This is an optimization exercise on Yosys and OpenROAD, whose aim is small area and a short achievable clock period, not a production implementation. Function was checked by simulation only, so behaviour that the tests miss may differ from the original.

## flow/constraint.sdc

```tcl
create_clock -name core_clock -period 10.0 [get_ports {clk}]
set_input_delay 2.0000 -clock core_clock [delete_from_list [all_inputs] [get_ports {clk}]]
set_output_delay 2.0000 -clock core_clock [all_outputs]
set_load 0.01 [all_outputs]
```

## flow/design.v

```verilog
module topksel #(
    parameter ROWS = 4,
    parameter KMAX = 16
) (
    input  wire                 clk,
    input  wire                 rst,           
    input  wire                 in_valid,      
    input  wire                 in_first,      
    input  wire                 in_last,       
    input  wire [4:0]           in_k,          
    input  wire [ROWS*32-1:0]   in_keys,       
    output reg                  out_valid,     
    output wire [ROWS*KMAX*12-1:0] out_experts  
);
    function [31:0] key_code;
        input [31:0] a;
        reg nan, zero;
        begin
            nan  = (a[30:23] == 8'hFF) && (a[22:0] != 23'd0);
            zero = (a[30:0] == 31'd0);
            if (nan)
                key_code = 32'd1;
            else if (zero)
                key_code = 32'h8000_0000;
            else
                key_code = {~a[31], a[30:0] ^ {31{a[31]}}};
        end
    endfunction
    reg              v1, f1, l1;
    reg [11:0]       x_idx;                        
    reg [11:0]       n_idx;                        
    reg [ROWS*32-1:0] x_code;
    reg [KMAX-1:1]   mask;                         
    wire [11:0] e_cur = in_first ? 12'd0 : n_idx;
    integer r, s;
    always @(posedge clk) begin
        if (rst) begin
            v1 <= 1'b0;
        end else begin
            v1 <= in_valid;
        end
        if (in_valid) begin
            f1    <= in_first;
            l1    <= in_last;
            x_idx <= e_cur;
            n_idx <= e_cur + 12'd1;
            for (r = 0; r < ROWS; r = r + 1)
                x_code[32*r +: 32] <= key_code(in_keys[32*r +: 32]);
            if (in_first)
                for (s = 1; s < KMAX; s = s + 1)
                    mask[s] <= (s < in_k);
        end
    end
    always @(posedge clk) begin
        if (rst)
            out_valid <= 1'b0;
        else
            out_valid <= v1 && l1;
    end
    function [1:0] cmp_tree;                       
        input [31:0] a;
        input [31:0] b;
        reg [31:0] gt, ge;
        integer i, w;
        begin
            gt = a & ~b;
            ge = a | ~b;
            for (w = 1; w < 32; w = w * 2)
                for (i = 0; i + w < 32; i = i + 2 * w) begin
                    gt[i] = gt[i+w] | (ge[i+w] & gt[i]);
                    ge[i] = gt[i+w] | (ge[i+w] & ge[i]);
                end
            cmp_tree = {gt[0], ge[0]};
        end
    endfunction
    genvar gr, gs;
    generate
        for (gr = 0; gr < ROWS; gr = gr + 1) begin : row
            wire [31:0] x = x_code[32*gr +: 32];
            reg  [31:0] key [0:KMAX-1];
            reg  [11:0] idx [0:KMAX-1];
            wire [KMAX-1:0] ge;                    
            for (gs = 0; gs < KMAX; gs = gs + 1) begin : slot
                wire [1:0] c = cmp_tree(key[gs], x);
                assign ge[gs] = c[0];
                assign out_experts[12*(KMAX*gr+gs) +: 12] = idx[gs];
                wire move     = v1 && (gs == 0 || mask[gs]) && !ge[gs];
                wire take_new = gs == 0 ? v1 && (f1 || !ge[0])
                                        : move && !f1 &&  ge[gs == 0 ? 0 : gs-1];
                wire take_up  = gs == 0 ? 1'b0
                                        : move && !f1 && !ge[gs == 0 ? 0 : gs-1];
                wire keep     = gs == 0 ? !take_new : !(v1 && (f1 || move));
                always @(posedge clk) begin
                    key[gs] <= ({32{keep}} & key[gs]) | ({32{take_new}} & x)
                             | ({32{take_up}} & key[gs == 0 ? 0 : gs-1]);
                    idx[gs] <= ({12{keep}} & idx[gs]) | ({12{take_new}} & x_idx)
                             | ({12{take_up}} & idx[gs == 0 ? 0 : gs-1]);
                end
            end
        end
    endgenerate
endmodule
```

## flow/run.sh

```bash
#!/bin/bash
# synth_recipe.tcl (not shown) runs the flow's synth.tcl, then flattens the netlist and writes it again
# the make line also repeats each setting of config.mk as NAME=value (left out here)
make -C /OpenROAD-flow-scripts/flow DESIGN_CONFIG=/design/flow/config.mk WORK_HOME=/design/flow/orfs CLKGATE_MAP_FILE= SYNTH_SCRIPT=/design/flow/synth_recipe.tcl finish
```

## flow/config.mk

```make
export PLATFORM = sky130hd
export DESIGN_NAME = topksel
export DESIGN_NICKNAME = topksel
export VERILOG_FILES = /design/flow/design.v
export SDC_FILE = /design/flow/constraint.sdc
export NUM_CORES = 4
export LEC_CHECK = 0
export CAP_MARGIN = 20
export CORE_MARGIN = 2
export CORE_UTILIZATION = 40
export SLEW_MARGIN = 20
```

==> run_results.csv <==
group,metric,value,unit
clock_tree,clock_sinks,2987,
sta,fin_crit_sh,0.527,
die,start_util,0.402,
sta,fmax,0.190,GHz
clock_tree,clock_path_buffers,4,
yosys,yosys-top-cells-area,"dfxtp_1 32%, mux2i_1 13%, o2bb2ai_1 11%, maj3_1 8.2%, edfxtp_1 6.3%",
detailed_routing,routedWlPerCell,27.1,µm
global_routing,grt_pass1_vias,133000,
global_routing,grt_pass1_wl,922000,µm
worst_hold_path,holdCritPathClass,"flop to flop",
die,die_x,647,µm
global_routing,track_usage,0.288,
detailed_routing,routed_wl,630000,µm
sta,maxSlewViolCount,0,
sta,rsz0062_at_grt,"no",
place,routabilityCongestion,0.889,
detailed_routing,drt_iter0_drc,12300,
place,place_area,0.178,mm²
sta,fin_skew,70.4,ps
worst_setup_path,cpMaxStageDelayCell,"nand3_2",
yosys,ys_seq_area_frac,0.383,
worst_setup_path,path_common_cell,"maj3_1",
detailed_routing,firstDrtPassIters,8,
worst_setup_path,reg2reg_slack,4730,ps
yosys,synth.top_cells.by_count,"2642 x dfxtp_1, 2179 x mux2i_1, 2005 x o2bb2ai_1",
worst_setup_path,r2r-end,"row[2].idx[10][2]",
yosys,syn_avg_cell_area,9.45,µm²
clock_tree,clock_latency,990,ps
outcome,outcome,"no timing/DRC/antenna violations",
worst_setup_path,cp-endpoint,"row[2].idx[10][2]",
yosys,synth_warnings,13,
power_and_ir_drop,p_per_area,167,mW/mm²
worst_setup_path,reg2reg_from,"x_code[64]",
detailed_routing,wl_met1,270000,µm
die,die_y,647,µm
yosys,synth.top_cell.area_share,0.320,
yosys,synthArstFlopShare,0,
clock_tree,cts_tree,"built",
yosys,postSynthCellCount,17500,
sta,tightest_slew,1180,ps
yosys,syn_area,0.165,mm²
worst_setup_path,crit_fanout,46,
global_routing,grt_max_degree,91,
yosys,yosysTopAreaCell,"dfxtp_1",
die,dieArea,0.418,mm²
worst_setup_path,cp-end-kind,"flop",
clock_tree,numCtsBuffers,352,
yosys,synth.most_common_cell,"dfxtp_1",
worst_setup_path,startpoint,"x_code[64]",
sta,min_period,5270,ps
detailed_routing,drc,0,
place,post-place-ws,4430,ps
yosys,postSynthNetCount,17600,
detailed_routing,dr_wl_met2,290000,µm
worst_setup_path,arrival,6140,ps
clock_tree,cts.htree.levels,5,
finish,fin_nets,17700,
sta,tns,0,ps
die,ios,907,
clock_tree,post_cts_buffers,0,
finish,drive_gt1_frac,0.0735,
detailed_routing,vias,140000,
finish,fin_area,0.190,mm²
sta,hold_viol,0,
clock_tree,cts_resized,0,
finish,area_growth,15.2,%
detailed_routing,viasPerCell,6.03,
power_and_ir_drop,power.total,31.8,mW
die,rows,235,
global_routing,antenna_found_initial,46,
worst_setup_path,reg2reg_depth,11,
die,fp.coreArea,0.410,mm²
power_and_ir_drop,peakVddDrop,135,µV
detailed_routing,ant_nets,0,
clock_tree,cts_root_buf,"clkbuf_16",
clock_tree,holdBufCountCts,0,
sta,layout_setup_ws,4730,ps
worst_setup_path,max_stage_delay,860,ps
power_and_ir_drop,leakagePower,65.2,nW
place,hpwl,450000,µm
yosys,synth_ff_type,"dfxtp_1",
yosys,synth.ff_latch_count,2987,
worst_setup_path,startpoint_type,"flop",
yosys,synth.distinct_cells,113,
detailed_routing,wl_met3,37200,µm
detailed_routing,highest_layer,"met5",
finish,fillers,39100,
sta,finalSetupViolCount,0,
global_routing,grt_overflow_total,0,
clock_tree,clk_pin_slew,70,ps
place,port_buffers,906,
sta,relSlewSlack,0.212,
run,cap_viol_max_count,0,
yosys,synth_edf_count,345,
worst_setup_path,crit_chain,"buf_4, nand2b_1, a22o_1, maj3_1, maj3_1, a2111oi_0, o41ai_1, or4_1, nand3_4, nand3_2, o2bb2ai_1",
worst_setup_path,cp.required,10870,ps
worst_setup_path,crit_type,"flop to flop",
[worst min-delay path by stage]
stage	startpoint	to	slack [ps]	depth (start not counted)
floorplan	row[0].key[15][0]	row[0].key[15][0]	420	2
detailed placement	row[0].key[15][25]	row[0].key[15][25]	440	2
CTS	row[0].key[15][25]	row[0].key[15][25]	450	2
global placement	row[0].key[15][0]	row[0].key[15][0]	430	2
finish	row[0].key[15][19]	row[0].key[15][19]	450	2
global route	row[2].idx[15][4]	row[2].idx[15][4]	470	1
[critical path: cells and delay by family, from the launching register on]
family,cells,cell delay (ps)
compound gates,4,1590
fa+ha+maj,2,710
buf+inv,1,340
flops,1,330
simple gates,4,2120
[power by group]
| group | internal [mW] | total, mW | switching (mW) |
|---|---|---|---|
| logic | 1.95 | 5.40 | 3.45 |
| registers | 12.7 | 13.2 | 0.541 |
| clock network | 7.57 | 13.2 | 5.62 |
[routing by layer]
metal  vias to the layer above  global-route usage
li1                      65100                   -
met1                     69300               0.374
met2                      4655               0.471
met3                      1166              0.0396
met4                        12               0.137
met5                         -                   0
[cells by family after synthesis]
kind of cell,count (synthesis),share of synthesized area
AOI/OAI and AO/OA,5098,0.231
and+or+nand+nor,3378,0.104
DFF,2987,0.383
buffers and inverters,2291,0.0568
muxes,2209,0.134
adders and majority gates,1383,0.0840
xor gates and xnor gates,132,0.00700
[through the flow]
step / hold slack [ps] / cells / util
after CTS: 450 / 23200 / 0.463
after global placement: 432 / 22600 / 0.434
after detailed placement: 441 / 22600 / 0.435
after global routing: 472 / 23300 / 0.464
after floorplan: 416 / 17500 / -
final: 450 / 23300 / 0.464
[cells in the final DEF (no fill, tap or decap), types with 279 or more instances in the layout]
cell             Yosys  routed
nand2_1            713     702
clkbuf_16            0     360
edfxtp_1           345     345
clkdlybuf4s50_1      0     901
o22ai_1            279     279
mux2i_1           2179    2179
o2bb2ai_1         2005    2005
dfxtp_1           2642    2640
nand2b_1           674     673
o21ai_0            557     556
nor2b_1            600     600
inv_1              586     583
buf_4               27     423
maj3_1            1361    1356
a21oi_1            784     775
nor2_1             798     785
[final cells by class]
| type | instances | area, µm² | area share |
|---|---|---|---|
| Sequential cell | 2987 | 63300 | 0.332 |
| Multi-Input combinational cell | 12200 | 93600 | 0.492 |
| Clock buffer | 524 | 10300 | 0.0540 |
| Antenna cell | 19 | 47.5 | 0.000250 |
| Inverter | 625 | 2350 | 0.0123 |
| Tap cell | 5451 | 6820 | 0.0358 |
| Timing Repair Buffer | 1345 | 12600 | 0.0662 |
| Clock inverter | 119 | 1390 | 0.00728 |
[registers in the layout, indices dropped and copies added, names as in the netlist, 12 cells and up, named ones only]
name,count
x_code,128
n_idx,12
x_idx,12
mask,15
row.key,1920
row.idx,720

==> static timing again, ports no longer ideal <==
In the flow no input, the clock included, has a driving cell. The finished layout below was timed again as built, in two steps.
Step 1 sets driving cells, clkbuf_16 on the clock port and buf_2 on the other inputs (assumed; they add their load-dependent delay and slew).
Step 2 moves the port delays by t, midway between the first and last clock arrival at a register: inputs arrive t later, outputs are due t later. That takes back most of the time a late clock gives input paths.
Three values: ideal ports, drivers, drivers and shift; two values: the first two.
t, ns: 1.074
slack for setup (ns): 4.726 / 4.726 / 4.726
clock arrival spread, ns: 0.089 / 0.089
worst slew at a driven data input, ns: 0.35
After both steps this run still meets setup and hold. For this run, drivers alone change the setup slack by 0.000 ns; drivers and shift together by 0.000 ns.
